Source: an optimization exercise on an open RTL-to-GDS flow (aim: small area and a short achievable clock period). Production flows keep margins and buffers that such runs may drop. The RTL was checked by simulation tests, not by an equivalence proof against the original design.

File: design/flow/config.mk
export PLATFORM = sky130hd
export DESIGN_NAME = sab
export DESIGN_NICKNAME = sab
export VERILOG_FILES = /design/flow/design.v
export SDC_FILE = /design/flow/constraint.sdc
export NUM_CORES = 4
export LEC_CHECK = 0
export CAP_MARGIN = 20
export CORE_MARGIN = 2
export CORE_UTILIZATION = 40
export PLACE_DENSITY = 0.6
export SLEW_MARGIN = 20
File: design/flow/constraint.sdc
create_clock -name core_clock -period 16.0 [get_ports {clk}]
set_input_delay 3.2000 -clock core_clock [delete_from_list [all_inputs] [get_ports {clk}]]
set_output_delay 3.2000 -clock core_clock [all_outputs]
set_load 0.01 [all_outputs]
File: design/flow/design.v
module sab (
    input  wire        clk,
    input  wire        rst,         
    input  wire        ce,          
    input  wire        load,        
    input  wire        sub,         
    input  wire [13:0] a,
    input  wire [13:0] d,
    input  wire [13:0] b,
    input  wire [4:0]  ea,
    input  wire [4:0]  eb,
    input  wire        cfg_asign,
    input  wire        cfg_bsign,
    input  wire        cfg_preadd,
    input  wire        cfg_scaled,
    input  wire [5:0]  cfg_accexp,
    input  wire        cfg_accsat,
    input  wire [1:0]  cfg_ofmt,
    input  wire [5:0]  cfg_oshift,
    input  wire [1:0]  cfg_rmode,
    input  wire        cfg_osat,
    input  wire        cfg_osign,
    output reg  [41:0] out,
    output reg  [4:0]  oexp,
    output reg         satf,
    output reg         accov
);
    localparam [1:0] RM_EVEN  = 2'b01;
    localparam [1:0] RM_UP    = 2'b10;
    function automatic signed [127:0] rnd_shr;
        input signed [127:0] x;
        input [6:0]          s;
        input [1:0]          rm;
        reg signed [127:0] fl;
        reg [127:0] rem, half;
        reg up;
        begin
            fl   = x >>> s;
            rem  = x & ~({128{1'b1}} << s);
            half = (s == 7'd0) ? 128'd0 : (128'd1 << (s - 7'd1));
            case (rm)
                RM_EVEN: up = (s != 7'd0) && ((rem > half) || ((rem == half) && fl[0]));
                RM_UP:   up = (s != 7'd0) && (rem >= half);
                default: up = 1'b0;
            endcase
            rnd_shr = fl + {127'd0, up};
        end
    endfunction
    function automatic signed [127:0] scale_to;
        input signed [41:0] acc;
        input [5:0]         e;
        input [5:0]         accexp;
        input [1:0]         rm;
        reg signed [127:0] x;
        begin
            x = {{86{acc[41]}}, acc};
            if (accexp >= e)
                scale_to = x <<< (accexp - e);
            else
                scale_to = rnd_shr(x, {1'b0, e - accexp}, rm);
        end
    endfunction
    function automatic fits14;
        input signed [127:0] m;
        begin
            fits14 = (m >= -128'sd8192) && (m <= 128'sd8191);
        end
    endfunction
    wire a_signed = cfg_scaled | cfg_asign;    
    wire b_signed = cfg_scaled | cfg_bsign;
    reg [13:0] a_q, d_q, b_q;
    reg [4:0]  ea_q, eb_q;
    reg        load_q, sub_q;
    always @(posedge clk) begin
        if (rst) begin
            a_q <= 14'd0; d_q <= 14'd0; b_q <= 14'd0;
            ea_q <= 5'd0; eb_q <= 5'd0; load_q <= 1'b0; sub_q <= 1'b0;
        end else if (ce) begin
            a_q <= a; d_q <= d; b_q <= b;
            ea_q <= ea; eb_q <= eb; load_q <= load; sub_q <= sub;
        end
    end
    wire signed [15:0] a_x = {{2{a_signed & a_q[13]}}, a_q};
    wire signed [15:0] d_x = {{2{a_signed & d_q[13]}}, d_q};
    wire signed [15:0] pre_w = !cfg_preadd ? a_x : (sub_q ? a_x - d_x : a_x + d_x);
    reg signed [15:0] pre_q;
    reg [13:0] b1_q;
    reg [5:0]  ep1_q;
    reg        load1_q;
    always @(posedge clk) begin
        if (rst) begin
            pre_q <= 16'sd0; b1_q <= 14'd0; ep1_q <= 6'd0; load1_q <= 1'b0;
        end else if (ce) begin
            pre_q   <= pre_w;
            b1_q    <= b_q;
            ep1_q   <= {1'b0, ea_q} + {1'b0, eb_q};
            load1_q <= load_q;
        end
    end
    wire signed [15:0] b_x    = {{2{b_signed & b1_q[13]}}, b1_q};
    wire signed [31:0] prod_w = pre_q * b_x;
    reg signed [31:0] prod_q;
    reg [5:0]  ep2_q;
    reg        load2_q;
    always @(posedge clk) begin
        if (rst) begin
            prod_q <= 32'sd0; ep2_q <= 6'd0; load2_q <= 1'b0;
        end else if (ce) begin
            prod_q  <= prod_w;
            ep2_q   <= ep1_q;
            load2_q <= load1_q;
        end
    end
    localparam signed [127:0] ACC_MAX = (128'sd1 <<< 41) - 128'sd1;
    localparam signed [127:0] ACC_MIN = -(128'sd1 <<< 41);
    reg signed [41:0] acc;
    reg               accov_q;
    reg signed [127:0] addend, sum;
    reg [5:0]          kpos, kneg;
    reg                acc_ovf;
    reg signed [41:0]  acc_next;
    always @* begin
        addend = {{96{prod_q[31]}}, prod_q};
        kpos = 6'd0;
        kneg = 6'd0;
        if (cfg_scaled) begin
            if (ep2_q >= cfg_accexp) begin
                kpos   = ep2_q - cfg_accexp;
                addend = addend <<< kpos;
            end else begin
                kneg   = cfg_accexp - ep2_q;
                addend = rnd_shr(addend, {1'b0, kneg}, cfg_rmode);
            end
        end
        sum     = (load2_q ? 128'sd0 : {{86{acc[41]}}, acc}) + addend;
        acc_ovf = (sum > ACC_MAX) || (sum < ACC_MIN);
        if (acc_ovf && cfg_accsat)
            acc_next = sum[127] ? ACC_MIN[41:0] : ACC_MAX[41:0];
        else
            acc_next = sum[41:0];
    end
    always @(posedge clk) begin
        if (rst) begin
            acc <= 42'sd0; accov_q <= 1'b0;
        end else if (ce) begin
            acc     <= acc_next;
            accov_q <= acc_ovf;
        end
    end
    reg [5:0]          wout;
    reg signed [127:0] r, lo, hi;
    reg                r_fits;
    reg [41:0]         res, fx_out;
    integer            i;
    always @* begin
        case (cfg_ofmt)
            2'b01:   wout = 6'd28;
            2'b10:   wout = 6'd42;
            default: wout = 6'd14;
        endcase
        r = rnd_shr({{86{acc[41]}}, acc}, {1'b0, cfg_oshift}, cfg_rmode);
        if (cfg_osign) begin
            lo = -(128'sd1 <<< (wout - 6'd1));
            hi =  (128'sd1 <<< (wout - 6'd1)) - 128'sd1;
        end else begin
            lo = 128'sd0;
            hi = (128'sd1 <<< wout) - 128'sd1;
        end
        r_fits = (r >= lo) && (r <= hi);
        if (r_fits || !cfg_osat)
            res = r[41:0];
        else
            res = (r < lo) ? lo[41:0] : hi[41:0];
        for (i = 0; i < 42; i = i + 1) begin
            if (i < wout)
                fx_out[i] = res[i];
            else
                fx_out[i] = cfg_osign & res[wout - 6'd1];
        end
    end
    reg [5:0]          w;
    reg [6:0]          e_base;
    reg [6:0]          cand;
    reg [4:0]          e_need;
    reg                found;
    integer            j;
    always @* begin
        w = 6'd1;
        for (j = 0; j < 41; j = j + 1)
            if (acc[j] != acc[41])
                w = j[5:0] + 6'd2;
        if (acc == 42'sd0)
            e_base = 7'd0;
        else if ({1'b0, cfg_accexp} + {1'b0, w} > 7'd15)
            e_base = {1'b0, cfg_accexp} + {1'b0, w} - 7'd15;
        else
            e_base = 7'd0;
        e_need = 5'd31;
        found  = 1'b0;
        for (j = 0; j < 3; j = j + 1) begin
            cand = e_base + j[6:0];
            if (!found && cand <= 7'd31 &&
                fits14(scale_to(acc, cand[5:0], cfg_accexp, cfg_rmode))) begin
                e_need = cand[4:0];
                found  = 1'b1;
            end
        end
    end
    reg signed [41:0] acc_d;
    reg               accov_d;
    reg [4:0]         g_q;
    reg signed [127:0] mg;
    reg                mg_fits;
    reg [13:0]         mres;
    always @* begin
        mg      = scale_to(acc_d, {1'b0, g_q}, cfg_accexp, cfg_rmode);
        mg_fits = fits14(mg);
        if (mg_fits || !cfg_osat)
            mres = mg[13:0];
        else
            mres = mg[127] ? 14'h2000 : 14'h1fff;
    end
    always @(posedge clk) begin
        if (rst) begin
            acc_d <= 42'sd0; accov_d <= 1'b0; g_q <= 5'd0;
            out <= 42'd0; oexp <= 5'd0; satf <= 1'b0; accov <= 1'b0;
        end else if (ce) begin
            acc_d   <= acc;
            accov_d <= accov_q;
            g_q     <= e_need;
            if (cfg_scaled) begin
                out   <= {{28{mres[13]}}, mres};
                oexp  <= g_q;
                satf  <= !mg_fits;
                accov <= accov_d;
            end else begin
                out   <= fx_out;
                oexp  <= 5'd0;
                satf  <= !r_fits;
                accov <= accov_q;
            end
        end
    end
endmodule
File: design/flow/run.sh
#!/bin/bash
# synth_recipe.tcl (not shown) runs the flow's synth.tcl, then flattens the netlist and writes it again
# the make line also repeats each setting of config.mk as NAME=value (left out here)
make -C /OpenROAD-flow-scripts/flow DESIGN_CONFIG=/design/flow/config.mk WORK_HOME=/design/flow/orfs CLKGATE_MAP_FILE= SYNTH_SCRIPT=/design/flow/synth_recipe.tcl finish
==> run summary <==
==> final cells by class <==
| type | instances | area (um2) |
|---|---|---|
| Inverter | 528 | 2000 |
| Sequential cell | 269 | 5450 |
| Clock buffer | 38 | 843 |
| Multi-Input combinational cell | 12400 | 93300 |
| Timing Repair Buffer | 1837 | 14500 |
| Fill cell | 26500 | 136000 |
| Tap cell | 3384 | 4230 |
| Antenna cell | 22 | 55.1 |
| Clock inverter | 16 | 168 |
==> timing repair <==
item,4_1_cts,5_1_grt
setup endpoints to repair,47,48
resized for setup,17,220
pin swaps,1,68
gates cloned,0,1
setup buffers,0,25
==> cell families after synthesis <==
logic type      synth area share [%]
buf+inv                         6.58
compound gates                  24.3
simple gates                    26.2
fa+ha+maj                       18.2
xor+xnor                        2.67
mux                             16.8
other cells                  0.00726
flops                           5.21
==> sequential cells by signal, indices dropped and copies added, names as in the netlist, 5 cells and up <==
signal and cells:
acc 42, acc_d 42, out 42, prod_q 31, pre_q 16, a_q 14, b1_q 14, b_q 14
d_q 14, ep1_q 6, ep2_q 6, ea_q 5, eb_q 5, g_q 5, oexp 5
==> worst min-delay path, stage by stage (launching register included) <==
cell     delay, ns
dfxtp_1       0.31
nor2_1        0.08
nor3_1        0.05
==> stage by stage <==
step                setup TNS [ns]  cell area, um2
global route                -0.200          120000
finish                           0          120000
detailed placement          -48.31          118000
global placement            -45.22          118000
CTS                              0          119000
floorplan                  -0.0300          104000
==> worst min-delay path by stage <==
stage               to  slack, ns  cells after the start
2_1_floorplan  accov_q       0.45                      2
3_3_place_gp   out[36]       0.46                      2
3_5_place_dp   accov_q       0.47                      2
4_1_cts        out[34]       0.48                      2
5_1_grt        accov_q       0.51                      2
6_report       out[34]       0.48                      2
==> cells in the mapped netlist, types with 65 or more instances <==
library cell     n
o21a_1         136
a31oi_1        155
mux4_2         414
nor2_1        1387
a211oi_1       169
or3_1          118
and2_1         218
nor3_1         359
o21ai_0        771
clkbuf_1       888
nand3_1        406
a21boi_0        97
a21oi_1       1062
nand4_1        367
a311oi_1        75
dfxtp_1        269
and3_1         128
or2_2           65
o21bai_1        72
mux2_2         158
nor2b_1        209
nand2b_1       177
fa_1           250
xor2_1         105
nor4_1         189
buf_1          128
o22ai_1         80
inv_1          512
buf_2           88
mux2i_1        590
xnor2_1        207
nand2_1       1718
o211ai_1       122
a221oi_1        87
a21o_1         349
ha_1          1108
==> per-layer routing <==
metal | vias to the layer above | track usage, % | routed length, um
met5 | - | 0 | 81
met4 | 12 | 22.4 | 37100
met3 | 1422 | 6.12 | 47700
met2 | 6866 | 54.2 | 209000
met1 | 57000 | 46.1 | 196000
li1 | 54500 | - | -
==> flow_summary.toml <==
[run_status]
status = "finished clean"

[setup_path]
rrSetupSlack_ns = 0.59
cp.arrival_ns = 16.01
critPathMostFrequentCell = "buf_4"
cp_top_family = "simple AND/OR/NAND/NOR gates"
cp_num_cells = 69
reg2reg_depth = 65
slowest_delay_ns = 0.48
timing.rr.start = "acc[7]"
startpoint = "cfg_accexp[1]"
crit_slowest_cell = "clkdlybuf4s50_1"
startpoint_type = "input port"
endpoint = "acc[7]"
crit_buf_inv = 12
path_class = "in2reg"
reg2reg_to = "g_q[0]"
cp-end-kind = "register"
path_max_fanout = 18
required_ns = 16.52

[clock_network]
clock_latency_ns = 0.67
cts_made_buffers = 31
hold_buffers = 0
cts.sinks = 269
cts_max_level = 1
root_buffer = "clkbuf_16"
clk_transition_reported_paths_ns = 0.06
tritoncts = "yes"
cts_max_path_buffers = 3

[sta]
hold_slack_ns = 0.477
fmax_ghz = 0.0645
slew_viol_final = 0
rsz0062_at_grt = "yes"
finalCritPeriodShare_pct = 96.8
min_period_ns = 15.49
finClkSkew_ns = 0.0472
max_slew_margin_pct = 11.2
fin_ws_ns = 0.506
worst_pin_slew_ns = 1.33
hold_viol = 0
finalSetupViolations = 0

[layout]
fin_util_pct = 46.9
layout_common_cells = "1709 x nand2_1, 1671 x buf_4, 1356 x nor2_1"
areaGrowthSynthToFinish_pct = 16.5
layout_commonest_cell = "nand2_1"
final_cells = 18500
layout-drive-gt1-share_pct = 18.8
nets = 16500

[route]
avgRoutedWirePerCell_um = 26.5
drcViolationCount = 0
viasPerCell = 6.48
vias = 120000
drtIter0Drc = 15500
drtPass1Iterations = 6
ant_nets = 0
routed_wl_mm = 489

[grt]
grt_first_pass_wirelength_mm = 722
grt_overflow = 0
antenna_found_initial = 30
grt_pass1_vias = 112000
grt_max_degree = 128
grt_usage_pct = 35.5

[synthesis]
yosysWarnings = 1
netlist_top_cells_area = "ha_1 13%, mux4_2 9.0%, nand2_1 6.2%"
synth-edff-count = 0
async_flop_share_pct = 0
synth_top_cell_area_share_pct = 13.4
yosysSeqAreaShare_pct = 5.21
yosysTopAreaCell = "ha_1"
synthCells = 14300
synth_ff_type = "dfxtp_1"
syn-mean-instance-area_um2 = 7.25
synthesis.area_mm2 = 0.103
ys_types = 115
synth_seq_cells = 269

[floorplan]
rows = 186
die_h_um = 512
pin_count = 129
die_x_um = 512
core_mm2 = 0.257
dieArea_mm2 = 0.263
initial_utilization_pct = 40.2

[placed_design]
place.gp.congestion = 1.07
hpwl_mm = 382
dp_cells = 18400
place_ws_ns = -1.16
io_buffers = 128

[flow_run]
drv_cap = 0

[worst_hold_path]
hp-class = "reg2reg"
holdCritStartpoint = "out[34]"

## separate check: timing with driven ports
In the flow no input, the clock included, has a driving cell. The finished layout below was timed again as built, in two steps. Step 1 (the two cells are an assumption about what drives the block):
set clk [get_ports {clk}]
set_driving_cell -lib_cell sky130_fd_sc_hd__clkbuf_16 $clk
set_driving_cell -lib_cell sky130_fd_sc_hd__buf_2 [delete_from_list [all_inputs] $clk]
Step 2 adds t to the input delays and takes it off the output delays; t is the mean of the earliest and latest rising clock arrival at the registers after step 1. Input paths then give back, and output paths get back, about the clock's delay inside the block. Three values: no drivers, after step 1, after step 2; two values: the first two.
t (ns): 0.752
slack for setup (ns): 0.506 / 0.576 / -0.177
hold WS [ns]: 0.477 / 0.477 / 0.477
Met with ideal ports but missed after step 2: setup timing in this run. The setup slack of this run moves by +0.070 ns with the drivers and by -0.683 ns with both steps.
